Context: an optimization exercise on an open-source flow, tuned for small area and a short achievable clock period. The choices shown serve that exercise and are no tape-out recipe.
The RTL was checked by simulation tests, not by an equivalence proof against the original design.

==> flow/design.v (excerpt) <==
module sb64_xunit (
    input  wire        clk,
    input  wire        rst,         
    input  wire        in_valid,
    input  wire [4:0]  in_op,
    input  wire [31:0] in_a,
    input  wire [31:0] in_b,
    input  wire [31:0] in_c,
    input  wire [31:0] in_d,
    input  wire [23:0] in_opnd,
    input  wire        wr_en,
    input  wire [1:0]  wr_sel,      
    input  wire [31:0] wr_data,
    output wire        res1_valid,
    output wire [31:0] res1_data,
    output wire        res2_valid,
    output wire [31:0] res2_data,
    output wire [31:0] mlo,
    output wire [31:0] mhi,
    output wire        mulv_ovf,
    output wire        div_busy,
    output wire        div_valid,
    output wire [31:0] div_res,
    output wire        div_dz,
    output wire        div_ovf
);
==> flow/config.mk <==
export PLATFORM = sky130hd
export DESIGN_NAME = sb64_xunit
export DESIGN_NICKNAME = sb64_xunit
export VERILOG_FILES = /design/flow/design.v
export SDC_FILE = /design/flow/constraint.sdc
export NUM_CORES = 4
export LEC_CHECK = 0
export CAP_MARGIN = 20
export CORE_MARGIN = 2
export CORE_UTILIZATION = 55
export PLACE_DENSITY = 0.62
export SLEW_MARGIN = 20
==> flow/constraint.sdc <==
create_clock -name core_clock -period 40.0 [get_ports {clk}]
set_input_delay 8.0000 -clock core_clock [delete_from_list [all_inputs] [get_ports {clk}]]
set_output_delay 8.0000 -clock core_clock [all_outputs]
set_load 0.01 [all_outputs]
standard.sh (not shown) runs the stock make flow with config.mk's settings and CLKGATE_MAP_FILE= SYNTH_SCRIPT=/design/flow/synth_recipe.tcl, a recipe that flattens the netlist after the stock synthesis.
==> flow/flow/run.sh <==
#!/bin/bash
set -euo pipefail
here="$(cd "$(dirname "$0")/.." && pwd)"
cd "$here"
bash standard.sh synth > log_synth.txt 2>&1
export SETUP_SLACK_MARGIN=29.5
export BUFFER_PORTS_ARGS="-buffer_cell sky130_fd_sc_hd__buf_2"
bash standard.sh > log_layout.txt 2>&1
The baseline completed with no timing, DRC or antenna violations.
Next try:
--- a/flow/design.v
+++ b/flow/design.v
@@ -94,17 +94,26 @@
         end
     endfunction
     wire [7:0] u = inv8(rp);
     wire o_crcb = (op == 5'd0), o_crch = (op == 5'd1), o_crcw = (op == 5'd2);
     wire o_par  = (op == 5'd3), o_brev = (op == 5'd4), o_ckd  = (op == 5'd5);
     wire o_extu = (op == 5'd6), o_exts = (op == 5'd7), o_ins  = (op == 5'd8);
     wire o_clz  = (op == 5'd9), o_bperm = (op == 5'd10);
     wire o_crc  = o_crcb | o_crch | o_crcw;
+    reg  [31:0] brev;
     integer k;
+    always @(*) begin
+        case (opnd[1:0])
+            2'd0: for (k = 0; k < 32; k = k + 1) brev[k] = a[(k & ~7) + 7 - (k & 7)];
+            2'd1: for (k = 0; k < 32; k = k + 1) brev[k] = a[(k & ~15) + 15 - (k & 15)];
+            2'd2: for (k = 0; k < 32; k = k + 1) brev[k] = a[31 - k];
+            default: brev = a;    
+        endcase
+    end
     reg [31:0] bref;
     always @(*) begin
         for (k = 0; k < 32; k = k + 1)
             bref[k] = msbf ? b[(k & ~7) + 7 - (k & 7)] : b[k];
     end
     wire [31:0] dmask = op[1] ? 32'hFFFFFFFF : (op[0] ? 32'h0000FFFF : 32'h000000FF);
     wire [31:0] cin   = msbf ? reflw(a, w16) : (a & (w16 ? 32'h0000FFFF : 32'hFFFFFFFF));
     wire [31:0] z     = cin ^ (bref & dmask);
@@ -368,33 +377,25 @@
         lzs = 2'd0;
         nzs = 3'd0;
         for (j = 0; j < 8; j = j + 1) begin
             lzs = lzs | ({2{first[j]}} & lzn[j]);
             nzs = nzs | ({3{first[j]}} & (3'd7 - j[2:0]));
         end
         clz = (|nz) ? {1'b0, nzs, lzs} : 6'd32;
     end
-    reg [31:0] bperm, brev;
+    reg [31:0] bperm;
     reg [3:0]  s;
-    reg [1:0]  bs;
     reg [7:0]  byt;
     integer n;
     always @(*) begin
         for (n = 0; n < 4; n = n + 1) begin
             s   = opnd[4*n +: 4];
-            case (opnd[1:0])
-                2'd1:    bs = n[1:0] ^ 2'd1;
-                2'd2:    bs = 2'd3 - n[1:0];
-                default: bs = n[1:0];
-            endcase
-            byt = a[8*(op[3] ? s[1:0] : bs) +: 8];
+            byt = a[8*s[1:0] +: 8];
             bperm[8*n +: 8] = s[3] ? 8'h00 : (s[2] ? {8{byt[7]}} : byt);
-            for (k = 0; k < 8; k = k + 1)
-                brev[8*n + k] = (opnd[1:0] == 2'd3) ? byt[k] : byt[7 - k];
         end
     end
     wire [31:0] y1 = ({32{o_crc}}   & zlo)
                    | ({32{o_par}}   & {31'd0, ^a})
                    | ({32{o_brev}}  & brev)
                    | ({32{o_ckd}}   & ckd)
                    | ({32{o_extu | o_exts}} & efld)
                    | ({32{o_ins}}   & ins)
=> The changed run produced a clean layout. Die area stays flat. Final area is about the same. Wire length fell by 1.5%. Worst setup slack improved by 61 ps. Final cell count fell by about 0.9%. Synthesized cell count falls by 1.1%. Sequential cell count stays the same. Via count drops by about 0.9%.

what the ideal ports hide:
The results above use ideal ports. As a check the final layouts listed here were re-extracted and re-timed, cells and wires unchanged.
Step 1, drivers: a clkbuf_16 drives clk and a buf_2 each remaining input, both assumed.
Step 2 adds t to the input delays and takes it off the output delays; t is the mean of the earliest and latest rising clock arrival at the registers after step 1. Input paths then give back, and output paths get back, about the clock's delay inside the block.
Three values: no drivers, after step 1, after step 2; two values: the first two.
run | t (ns) | setup WS [ns] | clock arrival spread, ns | cell pins on the clock port's net
the first run | 0.754 | 29.091 / 29.121 / 28.367 | 0.061 / 0.061 | 1
the second run | 0.743 | 29.152 / 29.070 / 28.675 | 0.050 / 0.050 | 1
After both steps every run listed still meets setup and hold. The setup slack of the first run, which loses most, moves by +0.030 ns with the drivers and by -0.724 ns with both steps.
